This design comes from an exercise in tuning for small area, a short achievable clock period and few clock cycles per item on the open sky130 flow, not from production work.
Function was checked by simulation only, so behaviour that the tests miss may differ from the original.

`flow/config.mk`:
```
export PLATFORM = sky130hd
export DESIGN_NAME = aes_engine
export DESIGN_NICKNAME = aes_engine
export VERILOG_FILES = /design/flow/design.v
export SDC_FILE = /design/flow/constraint.sdc
export NUM_CORES = 4
export LEC_CHECK = 0
export CAP_MARGIN = 20
export CELL_PAD_IN_SITES_DETAIL_PLACEMENT = 1
export CELL_PAD_IN_SITES_GLOBAL_PLACEMENT = 2
export CORE_MARGIN = 2
export CORE_UTILIZATION = 30
export SLEW_MARGIN = 20
```
`flow/constraint.sdc`:
```
create_clock -name core_clock -period 12.0 [get_ports {clk}]
set_input_delay 2.4000 -clock core_clock [delete_from_list [all_inputs] [get_ports {clk}]]
set_output_delay 2.4000 -clock core_clock [all_outputs]
set_load 0.01 [all_outputs]
```
`flow/design.v`:
```
module aes_sbox (
    input  wire [7:0] a,
    output reg  [7:0] y
);
    always @(*) begin
        case (a)
            8'h00: y = 8'h63;
            8'h01: y = 8'h7c;
            8'h02: y = 8'h77;
            8'h03: y = 8'h7b;
            8'h04: y = 8'hf2;
            8'h05: y = 8'h6b;
            8'h06: y = 8'h6f;
            8'h07: y = 8'hc5;
            8'h08: y = 8'h30;
            8'h09: y = 8'h01;
            8'h0a: y = 8'h67;
            8'h0b: y = 8'h2b;
            8'h0c: y = 8'hfe;
            8'h0d: y = 8'hd7;
            8'h0e: y = 8'hab;
            8'h0f: y = 8'h76;
            8'h10: y = 8'hca;
            8'h11: y = 8'h82;
            8'h12: y = 8'hc9;
            8'h13: y = 8'h7d;
            8'h14: y = 8'hfa;
            8'h15: y = 8'h59;
            8'h16: y = 8'h47;
            8'h17: y = 8'hf0;
            8'h18: y = 8'had;
            8'h19: y = 8'hd4;
            8'h1a: y = 8'ha2;
            8'h1b: y = 8'haf;
            8'h1c: y = 8'h9c;
            8'h1d: y = 8'ha4;
            8'h1e: y = 8'h72;
            8'h1f: y = 8'hc0;
            8'h20: y = 8'hb7;
            8'h21: y = 8'hfd;
            8'h22: y = 8'h93;
            8'h23: y = 8'h26;
            8'h24: y = 8'h36;
            8'h25: y = 8'h3f;
            8'h26: y = 8'hf7;
            8'h27: y = 8'hcc;
            8'h28: y = 8'h34;
            8'h29: y = 8'ha5;
            8'h2a: y = 8'he5;
            8'h2b: y = 8'hf1;
            8'h2c: y = 8'h71;
            8'h2d: y = 8'hd8;
            8'h2e: y = 8'h31;
            8'h2f: y = 8'h15;
            8'h30: y = 8'h04;
            8'h31: y = 8'hc7;
            8'h32: y = 8'h23;
            8'h33: y = 8'hc3;
            8'h34: y = 8'h18;
            8'h35: y = 8'h96;
            8'h36: y = 8'h05;
            8'h37: y = 8'h9a;
            8'h38: y = 8'h07;
            8'h39: y = 8'h12;
            8'h3a: y = 8'h80;
            8'h3b: y = 8'he2;
            8'h3c: y = 8'heb;
            8'h3d: y = 8'h27;
            8'h3e: y = 8'hb2;
            8'h3f: y = 8'h75;
            8'h40: y = 8'h09;
            8'h41: y = 8'h83;
            8'h42: y = 8'h2c;
            8'h43: y = 8'h1a;
            8'h44: y = 8'h1b;
            8'h45: y = 8'h6e;
            8'h46: y = 8'h5a;
            8'h47: y = 8'ha0;
            8'h48: y = 8'h52;
            8'h49: y = 8'h3b;
            8'h4a: y = 8'hd6;
            8'h4b: y = 8'hb3;
            8'h4c: y = 8'h29;
            8'h4d: y = 8'he3;
            8'h4e: y = 8'h2f;
            8'h4f: y = 8'h84;
            8'h50: y = 8'h53;
            8'h51: y = 8'hd1;
            8'h52: y = 8'h00;
            8'h53: y = 8'hed;
            8'h54: y = 8'h20;
            8'h55: y = 8'hfc;
            8'h56: y = 8'hb1;
            8'h57: y = 8'h5b;
            8'h58: y = 8'h6a;
            8'h59: y = 8'hcb;
            8'h5a: y = 8'hbe;
            8'h5b: y = 8'h39;
            8'h5c: y = 8'h4a;
            8'h5d: y = 8'h4c;
            8'h5e: y = 8'h58;
            8'h5f: y = 8'hcf;
            8'h60: y = 8'hd0;
            8'h61: y = 8'hef;
            8'h62: y = 8'haa;
            8'h63: y = 8'hfb;
            8'h64: y = 8'h43;
            8'h65: y = 8'h4d;
            8'h66: y = 8'h33;
            8'h67: y = 8'h85;
            8'h68: y = 8'h45;
            8'h69: y = 8'hf9;
            8'h6a: y = 8'h02;
            8'h6b: y = 8'h7f;
            8'h6c: y = 8'h50;
            8'h6d: y = 8'h3c;
            8'h6e: y = 8'h9f;
            8'h6f: y = 8'ha8;
            8'h70: y = 8'h51;
            8'h71: y = 8'ha3;
            8'h72: y = 8'h40;
            8'h73: y = 8'h8f;
            8'h74: y = 8'h92;
            8'h75: y = 8'h9d;
            8'h76: y = 8'h38;
            8'h77: y = 8'hf5;
            8'h78: y = 8'hbc;
            8'h79: y = 8'hb6;
            8'h7a: y = 8'hda;
            8'h7b: y = 8'h21;
            8'h7c: y = 8'h10;
            8'h7d: y = 8'hff;
            8'h7e: y = 8'hf3;
            8'h7f: y = 8'hd2;
            8'h80: y = 8'hcd;
            8'h81: y = 8'h0c;
            8'h82: y = 8'h13;
            8'h83: y = 8'hec;
            8'h84: y = 8'h5f;
            8'h85: y = 8'h97;
            8'h86: y = 8'h44;
            8'h87: y = 8'h17;
            8'h88: y = 8'hc4;
            8'h89: y = 8'ha7;
            8'h8a: y = 8'h7e;
            8'h8b: y = 8'h3d;
            8'h8c: y = 8'h64;
            8'h8d: y = 8'h5d;
            8'h8e: y = 8'h19;
            8'h8f: y = 8'h73;
            8'h90: y = 8'h60;
            8'h91: y = 8'h81;
            8'h92: y = 8'h4f;
            8'h93: y = 8'hdc;
            8'h94: y = 8'h22;
            8'h95: y = 8'h2a;
            8'h96: y = 8'h90;
            8'h97: y = 8'h88;
            8'h98: y = 8'h46;
            8'h99: y = 8'hee;
            8'h9a: y = 8'hb8;
            8'h9b: y = 8'h14;
            8'h9c: y = 8'hde;
            8'h9d: y = 8'h5e;
            8'h9e: y = 8'h0b;
            8'h9f: y = 8'hdb;
            8'ha0: y = 8'he0;
            8'ha1: y = 8'h32;
            8'ha2: y = 8'h3a;
            8'ha3: y = 8'h0a;
            8'ha4: y = 8'h49;
            8'ha5: y = 8'h06;
            8'ha6: y = 8'h24;
            8'ha7: y = 8'h5c;
            8'ha8: y = 8'hc2;
            8'ha9: y = 8'hd3;
            8'haa: y = 8'hac;
            8'hab: y = 8'h62;
            8'hac: y = 8'h91;
            8'had: y = 8'h95;
            8'hae: y = 8'he4;
            8'haf: y = 8'h79;
            8'hb0: y = 8'he7;
            8'hb1: y = 8'hc8;
            8'hb2: y = 8'h37;
            8'hb3: y = 8'h6d;
            8'hb4: y = 8'h8d;
            8'hb5: y = 8'hd5;
            8'hb6: y = 8'h4e;
            8'hb7: y = 8'ha9;
            8'hb8: y = 8'h6c;
            8'hb9: y = 8'h56;
            8'hba: y = 8'hf4;
            8'hbb: y = 8'hea;
            8'hbc: y = 8'h65;
            8'hbd: y = 8'h7a;
            8'hbe: y = 8'hae;
            8'hbf: y = 8'h08;
            8'hc0: y = 8'hba;
            8'hc1: y = 8'h78;
            8'hc2: y = 8'h25;
            8'hc3: y = 8'h2e;
            8'hc4: y = 8'h1c;
            8'hc5: y = 8'ha6;
            8'hc6: y = 8'hb4;
            8'hc7: y = 8'hc6;
            8'hc8: y = 8'he8;
            8'hc9: y = 8'hdd;
            8'hca: y = 8'h74;
            8'hcb: y = 8'h1f;
            8'hcc: y = 8'h4b;
            8'hcd: y = 8'hbd;
            8'hce: y = 8'h8b;
            8'hcf: y = 8'h8a;
            8'hd0: y = 8'h70;
            8'hd1: y = 8'h3e;
            8'hd2: y = 8'hb5;
            8'hd3: y = 8'h66;
            8'hd4: y = 8'h48;
            8'hd5: y = 8'h03;
            8'hd6: y = 8'hf6;
            8'hd7: y = 8'h0e;
            8'hd8: y = 8'h61;
            8'hd9: y = 8'h35;
            8'hda: y = 8'h57;
            8'hdb: y = 8'hb9;
            8'hdc: y = 8'h86;
            8'hdd: y = 8'hc1;
            8'hde: y = 8'h1d;
            8'hdf: y = 8'h9e;
            8'he0: y = 8'he1;
            8'he1: y = 8'hf8;
            8'he2: y = 8'h98;
            8'he3: y = 8'h11;
            8'he4: y = 8'h69;
            8'he5: y = 8'hd9;
            8'he6: y = 8'h8e;
            8'he7: y = 8'h94;
            8'he8: y = 8'h9b;
            8'he9: y = 8'h1e;
            8'hea: y = 8'h87;
            8'heb: y = 8'he9;
            8'hec: y = 8'hce;
            8'hed: y = 8'h55;
            8'hee: y = 8'h28;
            8'hef: y = 8'hdf;
            8'hf0: y = 8'h8c;
            8'hf1: y = 8'ha1;
            8'hf2: y = 8'h89;
            8'hf3: y = 8'h0d;
            8'hf4: y = 8'hbf;
            8'hf5: y = 8'he6;
            8'hf6: y = 8'h42;
            8'hf7: y = 8'h68;
            8'hf8: y = 8'h41;
            8'hf9: y = 8'h99;
            8'hfa: y = 8'h2d;
            8'hfb: y = 8'h0f;
            8'hfc: y = 8'hb0;
            8'hfd: y = 8'h54;
            8'hfe: y = 8'hbb;
            8'hff: y = 8'h16;
            default: y = 8'h00;
        endcase
    end
endmodule
module aes_engine (
    input  wire         clk,
    input  wire         rst,         
    input  wire         in_valid,
    output wire         in_ready,
    input  wire         aes256,      
    input  wire [255:0] key,
    input  wire [127:0] din,         
    output reg          out_valid,
    output reg  [127:0] dout         
);
    reg         busy;
    reg         mode256;
    reg  [3:0]  rnd;                 
    reg  [127:0] state;
    reg  [255:0] kw;                 
    assign in_ready = !busy;
    wire [3:0] last_rnd = mode256 ? 4'd14 : 4'd10;
    wire       last     = (rnd == last_rnd);
    wire [127:0] sub;
    genvar gi;
    generate
        for (gi = 0; gi < 16; gi = gi + 1) begin : g_sbox
            aes_sbox u_sbox (.a(state[127 - 8*gi -: 8]), .y(sub[127 - 8*gi -: 8]));
        end
    endgenerate
    wire [127:0] shifted;
    generate
        for (gi = 0; gi < 16; gi = gi + 1) begin : g_shift
            localparam integer R = gi % 4;
            localparam integer C = gi / 4;
            localparam integer SRC = R + 4 * ((C + R) % 4);
            assign shifted[127 - 8*gi -: 8] = sub[127 - 8*SRC -: 8];
        end
    endgenerate
    wire [127:0] mixed;
    generate
        for (gi = 0; gi < 4; gi = gi + 1) begin : g_mix
            wire [7:0] a0 = shifted[127 - 32*gi      -: 8];
            wire [7:0] a1 = shifted[127 - 32*gi -  8 -: 8];
            wire [7:0] a2 = shifted[127 - 32*gi - 16 -: 8];
            wire [7:0] a3 = shifted[127 - 32*gi - 24 -: 8];
            wire [7:0] x0 = {a0[6:0], 1'b0} ^ (a0[7] ? 8'h1b : 8'h00);
            wire [7:0] x1 = {a1[6:0], 1'b0} ^ (a1[7] ? 8'h1b : 8'h00);
            wire [7:0] x2 = {a2[6:0], 1'b0} ^ (a2[7] ? 8'h1b : 8'h00);
            wire [7:0] x3 = {a3[6:0], 1'b0} ^ (a3[7] ? 8'h1b : 8'h00);
            assign mixed[127 - 32*gi      -: 8] = x0 ^ x1 ^ a1 ^ a2 ^ a3;
            assign mixed[127 - 32*gi -  8 -: 8] = a0 ^ x1 ^ x2 ^ a2 ^ a3;
            assign mixed[127 - 32*gi - 16 -: 8] = a0 ^ a1 ^ x2 ^ x3 ^ a3;
            assign mixed[127 - 32*gi - 24 -: 8] = x0 ^ a0 ^ a1 ^ a2 ^ x3;
        end
    endgenerate
    wire [31:0] w3_prev  = mode256 ? kw[31:0] : kw[159:128];
    wire        use_rot  = !mode256 || !rnd[0];
    wire [31:0] sb_in    = use_rot ? {w3_prev[23:0], w3_prev[31:24]} : w3_prev;
    wire [31:0] sb_out;
    generate
        for (gi = 0; gi < 4; gi = gi + 1) begin : g_ksbox
            aes_sbox u_sbox (.a(sb_in[31 - 8*gi -: 8]), .y(sb_out[31 - 8*gi -: 8]));
        end
    endgenerate
    wire [3:0] rcon_idx = mode256 ? ((rnd >> 1) - 4'd1) : (rnd - 4'd1);
    reg  [7:0] rcon;
    always @(*) begin
        case (rcon_idx)
            4'd0: rcon = 8'h01;
            4'd1: rcon = 8'h02;
            4'd2: rcon = 8'h04;
            4'd3: rcon = 8'h08;
            4'd4: rcon = 8'h10;
            4'd5: rcon = 8'h20;
            4'd6: rcon = 8'h40;
            4'd7: rcon = 8'h80;
            4'd8: rcon = 8'h1b;
            4'd9: rcon = 8'h36;
            default: rcon = 8'h00;
        endcase
    end
    wire [31:0] t  = sb_out ^ (use_rot ? {rcon, 24'h0} : 32'h0);
    wire [31:0] n0 = kw[255:224] ^ t;
    wire [31:0] n1 = kw[223:192] ^ n0;
    wire [31:0] n2 = kw[191:160] ^ n1;
    wire [31:0] n3 = kw[159:128] ^ n2;
    wire [127:0] next_key = {n0, n1, n2, n3};
    wire [127:0] round_key = (mode256 && rnd == 4'd1) ? kw[127:0] : next_key;
    wire [127:0] round_out = (last ? shifted : mixed) ^ round_key;
    always @(posedge clk) begin
        if (rst) begin
            busy      <= 1'b0;
            out_valid <= 1'b0;
        end else begin
            out_valid <= 1'b0;
            if (!busy) begin
                if (in_valid) begin
                    busy    <= 1'b1;
                    mode256 <= aes256;
                    rnd     <= 4'd1;
                    state   <= din ^ key[255:128];
                    kw      <= key;
                end
            end else begin
                state <= round_out;
                rnd   <= rnd + 4'd1;
                if (!mode256)
                    kw[255:128] <= next_key;
                else if (rnd != 4'd1)
                    kw <= {kw[127:0], next_key};
                if (last) begin
                    busy      <= 1'b0;
                    out_valid <= 1'b1;
                    dout      <= round_out;
                end
            end
        end
    end
endmodule
```
`flow/run.sh`:
```
#!/bin/bash
# synth_recipe.tcl (not shown) runs the flow's synth.tcl, then flattens the netlist and writes it again
# the make line also repeats each setting of config.mk as NAME=value (left out here)
make -C /OpenROAD-flow-scripts/flow DESIGN_CONFIG=/design/flow/config.mk WORK_HOME=/design/flow/orfs CLKGATE_MAP_FILE= SYNTH_SCRIPT=/design/flow/synth_recipe.tcl finish
```
==> run summary <==
cell usage in the layout, fill, tap and decap left out, types with 75 or more instances in the layout:
cell type and n:
nand2_1 1519, or3_1 104, xnor2_1 622, nor2_1 1577, xor2_1 281, a211o_1 112
a32oi_1 76, a211oi_1 427, nand3_1 569, o221ai_1 149, clkdlybuf4s50_1 517, buf_4 661
nor3_1 550, clkbuf_16 104, o211ai_1 416, mux2i_1 172, a21oi_1 1380, a31oi_1 337
edfxtp_1 517, o31ai_1 154, nand2b_1 94, ha_1 292, a221oi_1 154, o311ai_0 190
and2_1 123, o21ai_0 1221, a2111oi_0 75, o21a_1 88, nor4_1 80, dfxtp_1 129
and3_1 114, mux2_2 131, nand4_1 103, inv_1 177, o22ai_1 163, a311oi_1 163
o2111ai_1 88, a21o_1 124
through the flow:
step	instance area (um^2)	hold slack [ns]	worst slack [ns]	util [%]
final	122800	0.6610	0.8795	33.95
after global routing	122800	0.6973	0.6171	33.94
after CTS	122700	0.6579	1.485	33.92
after detailed placement	119200	0.6442	1.469	32.96
after global placement	119100	0.6318	1.631	32.94
after floorplan	108900	0.5903	2.093	-
worst max-delay path: cells and delay by family, from the launching register on:
family                   cells  cell delay [ns]
adder cells (fa/ha/maj)      2             1.02
flip-flops                   1             0.87
AND/OR/NAND/NOR              8             2.32
AO/OA/AOI/OAI               11             5.01
multiplexers                 1             0.50
buffers and inverters        3             1.25
layout make-up:
| cell class | count | area [um^2] |
|---|---|---|
| diodes | 26 | 65.06 |
| clock buffers | 126 | 2735 |
| clock inverters | 65 | 732.0 |
| fillers | 44201 | 238900 |
| inverters | 223 | 860.8 |
| multi-input cells | 13014 | 83660 |
| flip-flops and latches | 647 | 18130 |
| well taps | 4794 | 5998 |
| repair buffers | 1202 | 10600 |
final timing paths:
check	to	depth (start not counted)	slack [ns]	startpoint
worst max-delay path	g_mix[3].a0[1]	25	0.88	rnd[0]
worst min-delay path	kw[231]	2	0.66	kw[103]
worst max register to register	g_mix[3].a0[1]	25	0.88	rnd[0]
worst min register to register	kw[231]	2	0.66	kw[103]
layer usage:
| metal | GRT usage [%] | vias up |
|---|---|---|
| li1 | - | 58625 |
| met1 | 53.27 | 71718 |
| met2 | 64.09 | 9909 |
| met3 | 10.85 | 2205 |
| met4 | 28.80 | 26 |
| met5 | 0 | - |
flip-flops by register name, indices dropped and copies added (netlist names):
| name | count |
|---|---|
| kw | 256 |
| dout | 128 |
| state | 128 |
| g_mix.a0 | 32 |
| g_mix.a1 | 32 |
| g_mix.a2 | 32 |
| g_mix.a3 | 32 |
| rnd | 4 |
| busy | 1 |
| mode256 | 1 |
| out_valid | 1 |
cells by family (layout without fill, tap and decap cells):
family	count (synthesis)	in the layout	share of synthesized area (%)
adders and majority gates	293	293	3.365
other	0	26	0
muxes	324	324	3.219
buffers and inverters	1861	1616	7.422
and+or+nand+nor	5140	5140	21.49
AOI/OAI and AO/OA	6295	6295	39.46
DFF	647	647	16.65
xor gates and xnor gates	962	962	8.394
==> reports/qor.txt <==
Setup TNS -> 0 ns
Met1 wire length -> 318.4 mm
Drt drc -> 0
Outcome -> complete, no violations
CTS H-tree depth -> 3
Grt ovf -> 0
Met3 wire len -> 86.36 mm
Period utilization -> 92.67%
Cells after Synth -> 15522
Clock Tree Root -> clkbuf_16
Critical path class -> reg2reg
Final Net Count -> 15872
Final estimated routing congestion in global placement -> 1.049
Required time of the critical path -> 12.80 ns
Slew Viols, Final -> 0
Synth Cell Area -> 108900 um^2
Most used DFF post-synth -> edfxtp_1
CP Capture Type -> register
Hold Vio Cnt, Final -> 0
WL per Instance -> 40.89 um
Global-route wire length before repair -> 1133 mm
Initial drt markers -> 21022
Layout area overhead -> 12.79%
Post-DP HPWL -> 613.5 mm
CTS Buffer Depth -> 4
RSZ-0062 raised after global routing -> no
Area of the core -> 361700 um^2
Routed met2 length -> 348.4 mm
Final cell count without fillers -> 20097
Via-to-Cell Ratio -> 7.090
Fraction of layout cells with a size suffix above 1 -> 9.072%
Synth top area share -> 14.26%
Final ANT Viol Nets -> 0
Placed insts -> 19880
Commonest cells post-synth -> nor2_1 (1593), nand2_1 (1524), a21oi_1 (1407), o21ai_0 (1232), clkbuf_1 (876)
Crit path DAT -> 11.92 ns
Rel. slew slack -> 13.16%
Num CTS Buffers -> 104
Synth unique cells -> 144
Post-CTS setup buffers -> 0
Syn nets -> 16202
Fmax -> 89.92 MHz
GRT Util Overall -> 42.56%
Fin Clk Skew -> 0.07134 ns
Fin crit period -> 11.12 ns
CTS clk-pin slew, worst paths -> 0.06 ns
Number of flops mapped to enable cells by yosys -> 517
Full die area -> 367700 um^2
Total wire length -> 821.8 mm
Sink Count -> 647
Vias in the first global route -> 136547
Area leader, netlist -> edfxtp_1
CTS tree -> done
Initial Util -> 30.10%
Yosys reg bits -> 647
Worst-path maximum fanout -> 17
Setup-failing EPs final -> 0
Crit-path max cell delay -> 0.87 ns
Most frequent cell after synthesis -> nor2_1
Initial antenna violation count -> 51
Die Span X -> 606.4 um
Post-cts sizing count -> 0
Syn avg cell area -> 7.013 um^2
Async SR Flop Fraction -> 0%
Slew @ Worst Pin -> 1.295 ns
Port buffer count -> 517
Chip height -> 606.4 um
I/O pin count -> 518
Hold buffers post-CTS -> 0
Row count -> 221
Clock Latency Late Sink -> 0.93 ns
Largest net degree at the start of global routing -> 127
Max-Cap Viols -> 0
Critical path's slowest cell -> edfxtp_1
DR vias -> 142483
Max Used Layer -> met5
Top cells by area in the synthesized netlist -> edfxtp_1 (14%), a21oi_1 (6.5%), o21ai_0 (5.7%)
Startpoint Class -> register
YS warnings -> 2
Detailed Routing Iterations Pass 1 -> 8
Sequential area share after synthesis -> 16.65%
Worst min-delay path category -> reg2reg
Testbench counts, summed over its fixed seeds: cycles 26,792, items 2,048.

==> afterwards: timing with drivers on the ports <==
No port has a modelled driver above. Below, the same layout with a new extraction and two added sets of constraints. Step 1: set_driving_cell puts a clkbuf_16 on clk and a buf_2 on each other input, an assumption about the parent block. Step 2 moves the port delays by t, midway between the first and last clock arrival at a register: inputs arrive t later, outputs are due t later. That takes back most of the time a late clock gives input paths. Slacks: ideal ports / drivers / drivers and shift; pairs: ideal ports / drivers.
shift t [ns]: 1.002
setup slack, ns: 0.880 / 0.880 / 0.880
worst setup path after step 2: register to register
worst slew at a driven data input, ns: 0.26
After both steps setup and hold are still met in this run. For this run, drivers alone change the setup slack by 0.000 ns; drivers and shift together by 0.000 ns.
